This is an optimization exercise on Yosys and OpenROAD, whose aim is small area and a short achievable clock period, not a production implementation.
Only simulation tests tie the RTL to the original design; equivalence was not proved.
The flow treats the clock pin as an ideal source, which a real chip does not have.

## flow/design.v (module list and top-level ports; edited modules follow where they fit)
// module ecc_bch_codec: 2320 lines
// module dec_flags: 19 lines
// module c_a21o: 3 lines
// module c_a221o: 3 lines
// module c_a31oi: 3 lines
// module c_a32o: 3 lines
// module c_a32oi: 3 lines
// module c_inv: 3 lines
// module c_nand2: 3 lines
// module c_nand2b: 3 lines
// module c_nand3: 3 lines
// module c_nand3b: 3 lines
// module c_nand4: 3 lines
// module c_nor2: 3 lines
// module c_o2111a: 3 lines
// module c_o211a: 3 lines
// module c_o21a: 3 lines
// module c_o21ai: 3 lines
// module c_o22ai: 3 lines
// module c_o311ai: 3 lines
// module c_xnor2: 3 lines
// module c_xor2: 3 lines
module ecc_bch_codec (
    input  wire        clk,
    input  wire        rst,           
    input  wire        in_valid,
    input  wire [63:0] in_wdata,      
    input  wire [63:0] in_rdata,      
    input  wire [15:0] in_rcheck,     
    output reg         out_valid,
    output reg  [15:0] out_wcheck,    
    output reg  [63:0] out_data,      
    output reg         out_ce,        
    output reg         out_ue,        
    output reg  [1:0]  out_nbits      
);
  // ...
==> flow/flow/run.sh <==
#!/bin/bash
# Own layout flow: the standard ORFS flow (standard.sh, so the synthesis is
# the standard one), with these changes to how the layout is made:
#  - OpenROAD's timing repair aims at the setup slack in flow/margin.txt;
#  - the port buffers are sky130_fd_sc_hd__buf_1;
#  - any further make variables listed in flow/extra.txt (one per line);
#  - flow/post_cts.tcl, if present, runs at the end of ORFS's CTS step.
# The full make/ORFS output goes to orfs_make.log; ORFS keeps each step's log
# under orfs/logs/.
set -euo pipefail
MARGIN=$(cat flow/margin.txt)
EXTRA=()
if [[ -f flow/extra.txt ]]; then
  while IFS= read -r line; do [[ -n "$line" ]] && EXTRA+=("$line"); done < flow/extra.txt
fi
if [[ -f flow/post_cts.tcl ]]; then
  EXTRA+=("POST_CTS_TCL=$PWD/flow/post_cts.tcl")
fi
bash standard.sh \
  "SETUP_SLACK_MARGIN=${MARGIN}" \
  "BUFFER_PORTS_ARGS=-buffer_cell sky130_fd_sc_hd__buf_1" \
  "${EXTRA[@]}" \
  finish > orfs_make.log 2>&1
==> flow/flow/extra.txt <==
CTS_ARGS=-sink_clustering_enable -repair_clock_nets -buf_list sky130_fd_sc_hd__clkbuf_8 -dont_use_dummy_load
==> flow/flow/margin.txt <==
25.5
==> flow/flow/post_cts.tcl <==
# After CTS: a leaf clock buffer of the small type that drives many flip-flops
# is swapped for the larger clock buffer, to keep the flip-flop clock slew low.
set changed 0
foreach inst [get_cells clkbuf_*] {
  if {[get_property $inst ref_name] ne "sky130_fd_sc_hd__clkbuf_8"} { continue }
  set out [get_pins -of_objects $inst -filter "direction==output"]
  set n [llength [get_pins -of_objects [get_nets -of_objects $out] -filter "direction==input"]]
  if {$n >= 18} {
    puts "post_cts: [get_full_name $inst] drives $n pins, now sky130_fd_sc_hd__clkbuf_16"
    replace_cell $inst sky130_fd_sc_hd__clkbuf_16
    incr changed
  }
}
if {$changed} { detailed_placement }
==> flow/standard.sh <==
#!/bin/bash
# synth_recipe.tcl (not shown) runs the flow's synth.tcl, then flattens the netlist and writes it again
# the make line also repeats each setting of config.mk as NAME=value (left out here)
make -C /OpenROAD-flow-scripts/flow DESIGN_CONFIG=/design/flow/config.mk WORK_HOME=/design/flow/orfs CLKGATE_MAP_FILE= SYNTH_SCRIPT=/design/flow/synth_recipe.tcl "${@:-finish}"
==> flow/config.mk <==
export PLATFORM = sky130hd
export DESIGN_NAME = ecc_bch_codec
export DESIGN_NICKNAME = ecc_bch_codec
export VERILOG_FILES = /design/flow/design.v
export SDC_FILE = /design/flow/constraint.sdc
export NUM_CORES = 4
export LEC_CHECK = 0
export CAP_MARGIN = 20
export CORE_MARGIN = 2
export CORE_UTILIZATION = 40
export SLEW_MARGIN = 20
export SYNTH_HIERARCHICAL = 1
export SYNTH_MINIMUM_KEEP_SIZE = 0
==> flow/constraint.sdc <==
create_clock -name core_clock -period 34.0 [get_ports {clk}]
set_input_delay 6.8000 -clock core_clock [delete_from_list [all_inputs] [get_ports {clk}]]
set_output_delay 6.8000 -clock core_clock [all_outputs]
set_load 0.01 [all_outputs]
==> run_results.csv, run 1 <==
group,metric,value,unit
run_status,outcome,"finished clean",
global_routing,grt_pass1_wl,56.89,mm
finish,final_cell_mix,"xor2_1 (644), buf_1 (229), dfxtp_1 (181)",
sta,slew_viol_final,0,
sta,hold_violations,0,
setup_path,path_class,"input pin to flip-flop",
setup_path,r2r-start,"s11_r$_DFF_P_",
detailed_routing,drc,0,
finish,layout.nonclk_buf_frac,0.06548,
synth,synth_top_family_by_area,"XOR/XNOR gates",
cts,clk_pin_slew,0.09,ns
placed_design,portBuffers,231,
synth,syn_avg_cell_area,9.035,um2
setup_path,cp_cell_sequence,"buf_1, xor2_2, xor2_2, xor2_1, xor2_2, xor2_1, xor2_1",
finish,multi_input_comb_cells,1089,
worst_hold_path,hp-start,"wc4_r$_DFF_P_",
die,boundaryPins,232,
finish,register_area,3623,um2
finish,top_area_cell_class,"multi-input gates",
placed_design,dp_hpwl,31.27,mm
detailed_routing,wl_per_cell,19.80,um
worst_hold_path,hold_depth,0,
global_routing,antenna_found_initial,1,
setup_path,endpoint,"par_r_p0$_DFF_P_",
placed_design,place_worst_setup_slack,24.94,ns
die,design.die.area,31080,um2
finish,fin_cells,1954,
setup_path,r2r_end,"out_data[12]$_DFF_P_",
die,fp.dieW,176.3,um
die,num_rows,63,
sta,period_needed,8.432,ns
finish,multiInputGateArea,8324,um2
finish,nClkBuffers,17,
==> run 2, diff against run 1 <==
--- a/flow/config.mk
+++ b/flow/config.mk
@@ -9,3 +9,3 @@
 export CORE_MARGIN = 2
-export CORE_UTILIZATION = 40
+export CORE_UTILIZATION = 70
 export SLEW_MARGIN = 20
==> run 2 against run 1 <==
Highest routed layer is now met4. Fmax shrank 1.6%. Still clean on timing, DRC and antenna. Design area down 2.1%.
==> run_results.csv, run 2 <==
group,metric,value,unit
setup_path,critical_path_required,34.36,ns
placed_design,globalplace.congestion,1.052,
synth,post-synth-top-count-cell,"xor2_1",
finish,final_core_util,0.8110,
cts,cts_tree,"yes",
finish,layout_commonest_cell,"xor2_1",
die,boundaryPins,232,
sta,fin_setup_tns,0,ns
setup_path,cp-start-kind,"input pin",
synth,synth_top_area_frac,0.4994,
detailed_routing,totalWireLength,42.77,mm
global_routing,grt_pass1_vias,10740,
finish,fin_nets,1716,
sta,finClkSkew,0.03340,ns
setup_path,arrival,8.93,ns
setup_path,path_max_fanout,3,
finish,final_layout_size_suffix_gt1_frac,0.03191,
sta,slew_headroom,0.3695,
sta,period_needed,8.571,ns
synth,async_flop_share,0,
placed_design,portBuffers,231,
die,design.die.area,18020,um2
die,fp.dieH,134.2,um
synth,synth.distinct_cells,30,
synth,synth_seq_cells,181,
synth,synth_warnings,7,
sta,timing.final.crit_share,0.2521,
synth,synthTopCellsByCount,"xor2_1 (677), dfxtp_1 (181), nand2_1 (165), o22ai_1 (66), nand4_1 (52)",
detailed_routing,firstDrtPassIters,9,
detailed_routing,initialDrtViolationCount,1944,
setup_path,cp-end-kind,"flip-flop",
run_status,outcome,"finished clean",
cts,clk_pin_slew,0.08,ns
die,core,16580,um2
setup_path,cp_cell_sequence,"buf_1, xor2_1, xor2_1, xor2_2, xor2_2, xor2_1, xor2_1",
synth,syn_avg_cell_area,9.035,um2
global_routing,grt_max_degree,34,
sta,rsz0062_at_grt,"false",
detailed_routing,drc,0,
detailed_routing,met1_length,14.41,mm
detailed_routing,wl_per_cell,23.94,um
global_routing,grtUsageTotal,0.4383,
cts,clock-sinks,181,
setup_path,path_class,"input pin to flip-flop",
finish,area_growth,13.28,%
global_routing,grt_pass1_wl,60.13,mm
synth,syn-num-nets,1461,
sta,slew_viol_final,0,
finish,final_cell_mix,"xor2_1 (657), buf_1 (230), dfxtp_1 (181)",
setup_path,worst_path_max_delay_cell,"xor2_2",
finish,register_area,3623,um2
flow_run,drv_cap,0,
cts,clock_latency,0.47,ns
detailed_routing,vias,11380,
finish,multiInputGateArea,8227,um2
detailed_routing,via_per_inst,6.370,
setup_path,cpMostUsedCell,"xor2_1",
sta,hold_violations,0,
finish,diodes,0,
setup_path,critPathMaxStageDelay,0.41,ns
placed_design,dp_hpwl,32.60,mm
global_routing,overflow,0,
die,num_rows,47,
sta,setup_violations,0,
detailed_routing,highest_layer,"met4",
synth,yosys_most_used_dff,"dfxtp_1",
finish,filler_cell_count,973,
die,start_util,0.7159,
synth,ys_seq_area_frac,0.3052,
setup_path,reg2reg_slack,25.63,ns
worst_hold_path,hp-class,"flip-flop to flip-flop",
global_routing,antenna_found_initial,0,
die,fp.dieW,134.2,um
sta,clock.fmax,116.7,MHz
finish,reg_top3,"out_data x64, rd1 x64, out_wcheck x16",
synth,synthTopCellsByArea,"xor2_1 (50%), dfxtp_1 (31%), nand2_1 (5.2%), o22ai_1 (3.5%), nand4_1 (2.7%)",
sta,worst_slew_pin_slew,0.9425,ns
synth,yosysTopAreaCell,"xor2_1",
detailed_routing,met3WireLength,5.641,mm
detailed_routing,wl_met2,19.56,mm
synth,syn_inst,1314,
detailed_routing,ant_nets,0,
synth,syn-cell-area,11870,um2
synth,synth-edff-count,0,
-- run 2: metrics by stage --
step,setup slack [ns],hold WS [ns],cell area (um2),cells
floorplan,25.63,0.3096,11870,1314
global placement,24.86,0.3108,13040,1768
detailed placement,24.89,0.3179,13040,1768
global route,25.46,0.3554,13450,1787
finish,25.43,0.3440,13450,1787
-- run 2: worst paths after layout --
kind | from | to | cells after the start
max | in_rdata[10] | s31_r$_DFF_P_ | 7
min | wc14_r$_DFF_P_ | out_wcheck[14]$_DFF_P_ | 0
min reg2reg | wc14_r$_DFF_P_ | out_wcheck[14]$_DFF_P_ | 0
max reg2reg | s10_r$_DFF_P_ | out_data[18]$_DFF_P_ | 22
-- run 2: routing by layer --
| layer | vias to the layer above | track usage |
|---|---|---|
| li1 | 4799 | - |
| met1 | 5170 | 0.5421 |
| met2 | 1128 | 0.7265 |
| met3 | 287 | 0.08995 |
| met4 | 0 | 0.2193 |
| met5 | - | 0 |
-- run 2: cells by family (layout without fill, tap and decap cells) --
kind of cell | count (synthesis) | after routing | synth area share
buffers and inverters | 44 | 297 | 0.01454
and+or+nand+nor | 278 | 278 | 0.1056
DFF | 181 | 181 | 0.3052
xor gates and xnor gates | 684 | 684 | 0.5046
AOI/OAI and AO/OA | 126 | 126 | 0.06913
muxes | 1 | 1 | 0.0009484
-- run 2: critical path, delay by kind of cell --
family	cells	cell delay, ns
XOR/XNOR	6	1.92
buffers and inverters	1	0.20
-- run 2: Yosys stat by module, one instance, submodules excluded, excerpt --
module	flip-flops and latches	times used	cells
c_o211a	0	1	1
ecc_bch_codec	181	1	183
c_o21ai	0	24	1
dec_flags	0	1	16
c_nand4	0	51	1
c_nor2	0	24	1
c_nand2	0	164	1
c_nand2b	0	1	1
c_a31oi	0	16	1
c_a32oi	0	1	1
c_o22ai	0	66	1
c_inv	0	42	1
-- run 2: layout make-up --
cell class                      count  share of cell area
Timing Repair Buffer              238             0.06847
Multi-Input combinational cell   1089              0.6117
Inverter                           42             0.01172
Sequential cell                   181              0.2694
Tap cell                          220             0.02047
Clock buffer                       17             0.01823
==> run 3, diff against run 2 <==
==> flow/flow/margin.txt (replaced) <==
25.7
--- a/flow/config.mk
+++ b/flow/config.mk
@@ -9,3 +9,3 @@
 export CORE_MARGIN = 2
-export CORE_UTILIZATION = 70
+export CORE_UTILIZATION = 55
 export SLEW_MARGIN = 20
==> run 3 against run 2 <==
Still clean on timing, DRC and antenna. First-iteration DRC count is 43% lower. Count of clock-buffer cells in the layout stayed put. Sequential cell count stayed put.
==> run_results.csv, run 3 <==
group,metric,value,unit
finish,reg_top3,"out_data x64, rd1 x64, out_wcheck x16",
synth,synth_top_area_frac,0.4994,
global_routing,grtUsageTotal,0.3342,
synth,synth_seq_cells,181,
synth,syn-cell-area,11870,um2
setup_path,r2r_end,"out_data[33]$_DFF_P_",
die,num_rows,53,
synth,ys_seq_area_frac,0.3052,
setup_path,rr_worst_depth,24,
finish,register_area,3623,um2
sta,setup_violations,0,
die,fp.dieW,150.9,um
die,fp.dieH,150.9,um
synth,async_flop_share,0,
global_routing,grt_max_degree,33,
global_routing,overflow,0,
detailed_routing,via_per_inst,5.523,
cts,clock_latency,0.46,ns
cts,cts_tree,"yes",
global_routing,antenna_found_initial,0,
sta,period_needed,8.315,ns
synth,synth_warnings,7,
sta,timing.final.crit_share,0.2445,
detailed_routing,initialDrtViolationCount,1116,
finish,layout_commonest_cell,"xor2_1",
detailed_routing,met3WireLength,3.445,mm
global_routing,grt_pass1_vias,9528,
sta,clock.fmax,120.3,MHz
detailed_routing,wl_met2,17.92,mm
setup_path,path_max_fanout,3,
detailed_routing,firstDrtPassIters,5,
sta,rsz0062_at_grt,"true",
synth,syn_inst,1314,
synth,synthTopCellsByCount,"xor2_1 (677), dfxtp_1 (181), nand2_1 (165), o22ai_1 (66), nand4_1 (52)",
cts,clock-sinks,181,
worst_hold_path,hold_end,"out_wcheck[14]$_DFF_P_",
sta,worst_slew_pin_slew,0.9533,ns
setup_path,critical_path_required,34.36,ns
setup_path,reg2reg_slack,26.12,ns
flow_run,drv_cap,0,
setup_path,cp-end-kind,"flip-flop",
sta,finClkSkew,0.02801,ns
sta,hold_violations,0,
sta,fin_setup_tns,0,ns
die,design.die.area,22780,um2
synth,synth.distinct_cells,30,
placed_design,portBuffers,231,
finish,area_growth,19.34,%
sta,slew_headroom,0.3615,
die,boundaryPins,232,
detailed_routing,highest_layer,"met4",
worst_hold_path,hp-start,"wc14_r$_DFF_P_",
finish,final_layout_size_suffix_gt1_frac,0.09166,
setup_path,r2r-start,"s11_r$_DFF_P_",
global_routing,grt_pass1_wl,56.20,mm
placed_design,dpl.cell_count,1825,
detailed_routing,wl_per_cell,20.93,um
synth,syn_avg_cell_area,9.035,um2
synth,synth-edff-count,0,
finish,fin_nets,1731,
worst_hold_path,hold_depth,0,
cts,clk_pin_slew,0.08,ns
placed_design,globalplace.congestion,0.9871,
setup_path,path_class,"input pin to flip-flop",
run_status,outcome,"finished clean",
finish,filler_cell_count,1816,
detailed_routing,ant_nets,0,
finish,final_cell_mix,"xor2_1 (596), buf_1 (211), dfxtp_1 (181)",
placed_design,dp_hpwl,31.05,mm
synth,syn-num-nets,1461,
detailed_routing,met1_length,16.35,mm
detailed_routing,drc,0,
synth,yosys_most_used_dff,"dfxtp_1",
synth,synthTopCellsByArea,"xor2_1 (50%), dfxtp_1 (31%), nand2_1 (5.2%), o22ai_1 (3.5%), nand4_1 (2.7%)",
sta,slew_viol_final,0,
synth,post-synth-top-count-cell,"xor2_1",
finish,multiInputGateArea,8741,um2
detailed_routing,totalWireLength,38.87,mm
worst_hold_path,hp-class,"flip-flop to flip-flop",
die,start_util,0.5630,
setup_path,arrival,8.67,ns
finish,fin_cells,1857,
setup_path,cp-start-kind,"input pin",
die,core,21090,um2
detailed_routing,vias,10260,
finish,diodes,0,
synth,yosysTopAreaCell,"xor2_1",
==> run 3: worst max-delay path, cell delays in order <==
cell and delay (ns):
clkbuf_2 0.18, xor2_2 0.28, xor2_2 0.32, xor2_1 0.33, xor2_1 0.22, xor2_1 0.27
xor2_2 0.26
==> run 3: how the worst max path moves through the flow <==
stage | from | end | slack (ns)
detailed placement | in_rdata[60] | s35_r$_DFF_P_ | 24.78
global route | in_wdata[58] | wc13_r$_DFF_P_ | 25.63
finish | in_rdata[36] | s35_r$_DFF_P_ | 25.69
floorplan | in_rdata[61] | par_r_p0$_DFF_P_ | 25.70
global placement | in_rdata[60] | s35_r$_DFF_P_ | 24.72
==> run 3: per-stage QoR <==
step	cell area (um2)	utilization	setup slack [ns]	hold WS [ns]
after global placement	13190	0.6256	24.72	0.3128
final	14170	0.6719	25.69	0.3288
after detailed placement	13190	0.6256	24.78	0.3146
after floorplan	11940	-	25.70	0.3096
after global routing	14170	0.6719	25.63	0.3352
==> run 3: per-module statistics from Yosys (local to each module, per instance), excerpt <==
module	times used	cells	cell area, um2
ecc_bch_codec	1	183	3636
dec_flags	1	16	126.4
c_o2111a	1	1	11.26
c_xnor2	7	1	8.758
c_xor2	677	1	8.758
c_o311ai	2	1	8.758
c_o21a	1	1	7.507
c_nand4	51	1	6.256
c_a31oi	16	1	6.256
c_nand3	24	1	5.005
c_o21ai	24	1	5.005
c_nand2	164	1	3.754
c_inv	42	1	3.754
==> run 3: cell type report <==
cell class,count,area share
Clock buffer,17,0.01731
Inverter,42,0.01113
Multi-Input combinational cell,1089,0.6169
Sequential cell,181,0.2557
Tap cell,275,0.02428
Timing Repair Buffer,253,0.07462
==> run 3: per-layer routing <==
metal,vias up,track usage
met5,-,0
met4,0,0.1117
met3,88,0.05633
met2,622,0.5239
met1,4772,0.4684
li1,4774,-
==> run 3: logic make-up (layout without fill, tap and decap cells) <==
group	count (synthesis)	in the layout	share of synthesized area
muxes	1	1	0.0009484
xor gates and xnor gates	684	684	0.5046
and+or+nand+nor	278	278	0.1056
buffers and inverters	44	312	0.01454
AOI/OAI and AO/OA	126	126	0.06913
DFF	181	181	0.3052
==> run 4, diff against run 3 <==
==> flow/flow/margin.txt (replaced) <==
25.4
==> run 4 against run 3 <==
Die area is the same. Core utilization decreased by 3.4 points. Count of clock-buffer cells in the layout did not move. Synthesized cell count unchanged. Register-to-register slack worse by 0.29 ns. Worst hold slack better by 0.0081 ns. Final cell count is 0.86% lower. First-iteration DRC count decreased by 5.6%. Via count decreased by 0.16%. Largest cell class unchanged.
==> run_results.csv, run 4 <==
group,metric,value,unit
run_status,outcome,"finished clean",
finish,area_growth,13.21,%
finish,layout_commonest_cell,"xor2_1",
synth,ys_seq_area_frac,0.3052,
setup_path,r2r_end,"out_data[7]$_DFF_P_",
detailed_routing,totalWireLength,38.60,mm
setup_path,r2r-start,"s10_r$_DFF_P_",
sta,fin_setup_tns,0,ns
global_routing,grt_max_degree,34,
sta,clock.fmax,117.5,MHz
detailed_routing,via_per_inst,5.562,
setup_path,arrival,8.90,ns
finish,reg_top3,"out_data x64, rd1 x64, out_wcheck x16",
synth,synthXorXnorAreaFrac,0.5046,
synth,synth.distinct_cells,30,
synth,synth_seq_cells,181,
global_routing,overflow,0,
synth,post-synth-top-count-cell,"xor2_1",
synth,synth_compound_area_frac,0.06913,
die,num_rows,53,
synth,syn-num-nets,1461,
die,start_util,0.5630,
die,fp.dieW,150.9,um
detailed_routing,vias,10240,
die,fp.dieH,150.9,um
sta,slew_viol_final,0,
cts,cts_tree,"yes",
sta,slew_headroom,0.4443,
finish,final_layout_size_suffix_gt1_frac,0.02554,
sta,worst_slew_pin_slew,0.8308,ns
cts,clk_pin_slew,0.08,ns
sta,rsz0062_at_grt,"false",
synth,syn_avg_cell_area,9.035,um2
die,design.die.area,22780,um2
setup_path,cp-start-kind,"input pin",
sta,setup_violations,0,
synth,synthTopCellsByCount,"xor2_1 (677), dfxtp_1 (181), nand2_1 (165), o22ai_1 (66), nand4_1 (52)",
detailed_routing,wl_per_cell,20.97,um
synth,synth_top_family_by_area,"XOR/XNOR gates",
worst_hold_path,hp-class,"flip-flop to flip-flop",
worst_hold_path,hp-start,"wc14_r$_DFF_P_",
global_routing,grt_util_met1,0.4604,
global_routing,top_usage_layer,"met2",
finish,diodes,0,
setup_path,reg2reg_slack,25.83,ns
die,boundaryPins,232,
synth,synth_warnings,7,
sta,finClkSkew,0.03425,ns
finish,fin_nets,1715,
flow_run,drv_cap,0,
synth,syn-cell-area,11870,um2
detailed_routing,firstDrtPassIters,6,
global_routing,grt_pass1_vias,9670,
synth,synth-edff-count,0,
global_routing,grt_use_met3,0.06807,
setup_path,path_class,"input pin to flip-flop",
placed_design,portBuffers,231,
detailed_routing,ant_nets,0,
synth,synth_top_area_frac,0.4994,
synth,synthAdderAreaFrac,0,
sta,period_needed,8.510,ns
synth,yosysTopAreaCell,"xor2_1",
die,core,21090,um2
synth,synth-simple-area-share,0.1056,
placed_design,globalplace.congestion,1.034,
cts,clock-sinks,181,
worst_hold_path,hold_end,"out_wcheck[14]$_DFF_P_",
setup_path,critical_path_required,34.39,ns
synth,async_flop_share,0,
setup_path,path_max_fanout,3,
worst_hold_path,hold_depth,0,
synth,synthMuxAreaShare,0.0009485,
detailed_routing,drc,0,
synth,syn_inst,1314,
detailed_routing,initialDrtViolationCount,1053,
synth,yosys_most_used_dff,"dfxtp_1",
cts,clock_latency,0.47,ns
setup_path,rr_worst_depth,22,
placed_design,dp_hpwl,31.55,mm
finish,filler_cell_count,1881,
global_routing,grt_pass1_wl,56.84,mm
sta,hold_violations,0,
global_routing,antenna_found_initial,0,
setup_path,cp-end-kind,"flip-flop",
synth,synthTopCellsByArea,"xor2_1 (50%), dfxtp_1 (31%), nand2_1 (5.2%), o22ai_1 (3.5%), nand4_1 (2.7%)",
global_routing,grtUsageTotal,0.3379,
finish,final_cell_mix,"xor2_1 (667), buf_1 (230), dfxtp_1 (181)",
sta,timing.final.crit_share,0.2503,
global_routing,met2_usage,0.5325,
-- run 4: how the worst max path moves through the flow --
| stage | startpoint | end | cells after the start | slack [ns] |
|---|---|---|---|---|
| floorplan | in_rdata[37] | par_r_p0$_DFF_P_ | 6 | 25.63 |
| global placement | in_rdata[19] | s30_r$_DFF_P_ | 7 | 24.71 |
| detailed placement | in_rdata[19] | s30_r$_DFF_P_ | 7 | 24.73 |
| global route | in_rdata[16] | s16_r$_DFF_P_ | 7 | 25.41 |
| finish | in_rdata[44] | s13_r$_DFF_P_ | 7 | 25.49 |
-- run 4: metal layers --
metal | wire length [um] | up-vias | part of all wire
met2 | 17240 | 618 | 0.45
met4 | 1473 | 0 | 0.038
li1 | - | 4809 | -
met1 | 16330 | 4690 | 0.42
met5 | 0 | - | 0
met3 | 3555 | 123 | 0.092
-- run 4: worst max-delay path, cell delays in order --
cell	delay (ns)
buf_1	0.22
xor2_1	0.43
xor2_1	0.32
xor2_1	0.29
xor2_1	0.38
xor2_1	0.29
xor2_1	0.17
-- run 4: logic make-up (layout without fill, tap and decap cells) --
family,Yosys count,after routing
flip-flops,181,181
multiplexers,1,1
XOR/XNOR,684,684
AND/OR/NAND/NOR,278,278
AO/OA/AOI/OAI,126,126
buffers and inverters,44,296
-- run 4: layout make-up --
type / instances / area (um2) / share of cell area
clock buffers: 17 / 245.2 / 0.01824
flip-flops and latches: 181 / 3623 / 0.2696
repair buffers: 237 / 913.4 / 0.06795
well taps: 275 / 344.1 / 0.02560
inverters: 42 / 157.7 / 0.01173
multi-input cells: 1089 / 8158 / 0.6069
-- run 4: Yosys stat by module, one instance, submodules excluded, a selection --
module,copies in the design,cells inside
c_xor2,677,1
c_xnor2,7,1
c_a32oi,1,1
c_nand3b,1,1
c_a31oi,16,1
c_nand4,51,1
c_nand2b,1,1
c_nor2,24,1
c_inv,42,1
-- run 4: stage by stage --
step                      setup WS [ns]  cells    util  hold slack (ns)  instance area (um2)
after floorplan                   25.63   1314       -           0.3096                11870
after global placement            24.71   1824  0.6219           0.3113                13110
after detailed placement          24.73   1824  0.6219           0.3212                13110
after global routing              25.41   1841  0.6374           0.3393                13440
final                             25.49   1841  0.6374           0.3369                13440
==> run 5, diff against run 4 <==
==> flow/flow/margin.txt (replaced) <==
25.5
==> run 5 against run 4 <==
Routed wire length rose by 0.18%. Global-route usage is essentially flat. First-iteration DRC count decreased by 1.0%. Sequential share of layout area shrank 0.16 points. Sequential cell count is the same. Register-to-register slack worse by 0.03 ns.
==> run_results.csv, run 5 <==
group,metric,value,unit
run_status,outcome,"finished clean",
detailed_routing,drc,0,
synth,synthAdderAreaFrac,0,
setup_path,cp_cell_sequence,"buf_1, xor2_1, xor2_1, xor2_1, xor2_1, xor2_1, xor2_1",
sta,slew_viol_final,0,
finish,final_layout_size_suffix_gt1_frac,0.03129,
finish,diodes,0,
setup_path,worst_path_max_delay_cell,"xor2_1",
cts,clk_pin_slew,0.07,ns
synth,yosys_most_used_dff,"dfxtp_1",
sta,rsz0062_at_grt,"false",
die,design.die.area,22780,um2
setup_path,path_class,"input pin to flip-flop",
worst_hold_path,hp-class,"flip-flop to flip-flop",
sta,timing.final.crit_share,0.2484,
synth,yosysTopAreaCell,"xor2_1",
setup_path,cp-start-kind,"input pin",
die,num_rows,53,
sta,fin_setup_tns,0,ns
setup_path,critical_path_required,34.39,ns
die,fp.dieH,150.9,um
finish,reg_top3,"out_data x64, rd1 x64, out_wcheck x16",
synth,synthXorXnorAreaFrac,0.5046,
global_routing,grt_max_degree,34,
global_routing,grt_pass1_vias,9676,
detailed_routing,ant_nets,0,
synth,synth_compound_area_frac,0.06913,
synth,synth_top_area_frac,0.4994,
detailed_routing,wl_per_cell,21.00,um
die,boundaryPins,232,
setup_path,cp-end-kind,"flip-flop",
sta,slew_headroom,0.4351,
finish,final_cell_mix,"xor2_1 (658), buf_1 (230), dfxtp_1 (181)",
synth,syn-num-nets,1461,
synth,syn_inst,1314,
synth,synth_top_family_by_area,"XOR/XNOR gates",
sta,clock.fmax,118.4,MHz
global_routing,grtUsageTotal,0.3382,
placed_design,place_worst_setup_slack,24.73,ns
finish,area_growth,13.88,%
synth,syn-cell-area,11870,um2
die,fp.dieW,150.9,um
finish,final_core_util,0.6412,
synth,ys_seq_area_frac,0.3052,
synth,async_flop_share,0,
setup_path,cpMostUsedCell,"xor2_1",
sta,worst_slew_pin_slew,0.8462,ns
synth,synthTopCellsByArea,"xor2_1 (50%), dfxtp_1 (31%), nand2_1 (5.2%), o22ai_1 (3.5%), nand4_1 (2.7%)",
finish,fin_nets,1715,
finish,layout_commonest_cell,"xor2_1",
placed_design,dp_hpwl,31.55,mm
synth,post-synth-top-count-cell,"xor2_1",
synth,syn_avg_cell_area,9.035,um2
detailed_routing,via_per_inst,5.531,
synth,synth-edff-count,0,
setup_path,critPathMaxStageDelay,0.51,ns
global_routing,overflow,0,
sta,fin_ws,25.55,ns
sta,period_needed,8.446,ns
cts,cts_tree,"yes",
detailed_routing,initialDrtViolationCount,1042,
sta,hold_violations,0,
cts,clock-sinks,181,
detailed_routing,vias,10180,
die,start_util,0.5630,
synth,synth_warnings,7,
detailed_routing,totalWireLength,38.67,mm
placed_design,globalplace.congestion,1.034,
global_routing,grt_pass1_wl,56.83,mm
setup_path,path_buf_inv,1,
sta,setup_violations,0,
setup_path,path_max_fanout,3,
synth,synth_seq_cells,181,
synth,synthTopCellsByCount,"xor2_1 (677), dfxtp_1 (181), nand2_1 (165), o22ai_1 (66), nand4_1 (52)",
synth,synth-simple-area-share,0.1056,
setup_path,cp_top_family,"XOR/XNOR gates",
cts,clock_latency,0.48,ns
global_routing,antenna_found_initial,1,
placed_design,portBuffers,231,
sta,finClkSkew,0.03473,ns
flow_run,drv_cap,0,
detailed_routing,firstDrtPassIters,10,
synth,synthMuxAreaShare,0.0009485,
die,core,21090,um2
setup_path,arrival,8.84,ns
synth,synth.distinct_cells,30,
run 5: path summary, 6_finish.rpt:
path	startpoint	end	slack [ns]	depth (start not counted)
hold reg to reg	wc14_r$_DFF_P_	out_wcheck[14]$_DFF_P_	0.34	0
hold / removal	wc14_r$_DFF_P_	out_wcheck[14]$_DFF_P_	0.34	0
setup reg to reg	s10_r$_DFF_P_	out_data[18]$_DFF_P_	25.80	23
setup / recovery	in_wdata[0]	wc4_r$_DFF_P_	25.55	7
run 5: Yosys stat by module (local to each module, per instance), excerpt:
module         flip-flops and latches  cell area [um2]  cells inside  times used
dec_flags                           0            126.4            16           1
c_o21a                              0            7.507             1           1
c_nand3b                            0            7.507             1           1
c_o2111a                            0            11.26             1           1
ecc_bch_codec                     181             3636           183           1
c_a221o                             0            10.01             1           8
run 5: cell families after synthesis:
| logic type | Yosys count |
|---|---|
| buffers and inverters | 44 |
| muxes | 1 |
| DFF | 181 |
| AOI/OAI and AO/OA | 126 |
| xor gates and xnor gates | 684 |
| and+or+nand+nor | 278 |
run 5: metrics by stage:
| step | hold WS, ns | std cells | cell area (um2) |
|---|---|---|---|
| 3_3_place_gp | 0.3113 | 1824 | 13110 |
| 5_1_grt | 0.3393 | 1841 | 13520 |
| 3_5_place_dp | 0.3212 | 1824 | 13110 |
| 2_1_floorplan | 0.3096 | 1314 | 11870 |
| 6_report | 0.3372 | 1841 | 13520 |
run 5: metal layers:
metal  GRT usage  up-vias  share of wire
met5           0        -        0.00023
met4      0.1121        2          0.032
met3     0.07108      102          0.094
met2      0.5373      634           0.45
met1      0.4582     4647           0.42
li1            -     4797              -
run 5: final cells by class:
type                       instances  area [um2]
sequential                       181        3623
fill                            1863        7567
multi-input combinational       1089        8237
timing repair buffer             237       913.4
clock buffer                      17       245.2
tap                              275       344.1
inverter                          42       157.7

-- re-timing with driven ports --
In the flow no input, the clock included, has a driving cell. The finished layouts below were timed again as built, in two steps. Step 1 (the two cells are an assumption about what drives the block):
set clk [get_ports {clk}]
set_driving_cell -lib_cell sky130_fd_sc_hd__clkbuf_16 $clk
set_driving_cell -lib_cell sky130_fd_sc_hd__buf_2 [delete_from_list [all_inputs] $clk]
Step 2 adds t to the input delays and takes it off the output delays; t is the mean of the earliest and latest rising clock arrival at the registers after step 1. Input paths then give back, and output paths get back, about the clock's delay inside the block. Three values: ideal, step 1, step 2; two values: the first two.
| run | t (ns) | slack for setup (ns) | hold WS [ns] | worst register clock-pin slew, ns | worst slew at a driven data input, ns |
|---|---|---|---|---|---|
| run 1 | 0.504 | 25.568 / 25.589 / 25.085 | 0.370 / 0.370 / 0.370 | 0.11 / 0.11 | 0.05 |
| run 2 | 0.494 | 25.430 / 25.440 / 24.946 | 0.344 / 0.344 / 0.344 | 0.10 / 0.10 | 0.07 |
| run 3 | 0.489 | 25.685 / 25.703 / 25.214 | 0.329 / 0.329 / 0.329 | 0.09 / 0.09 | 0.05 |
| run 4 | 0.496 | 25.490 / 25.508 / 25.012 | 0.337 / 0.337 / 0.337 | 0.09 / 0.09 | 0.07 |
| run 5 | 0.509 | 25.555 / 25.556 / 25.047 | 0.337 / 0.337 / 0.337 | 0.10 / 0.10 | 0.06 |
After both steps setup and hold are still met in every run listed. For run 5, which loses most, drivers alone change the setup slack by +0.001 ns; drivers and shift together by -0.508 ns.
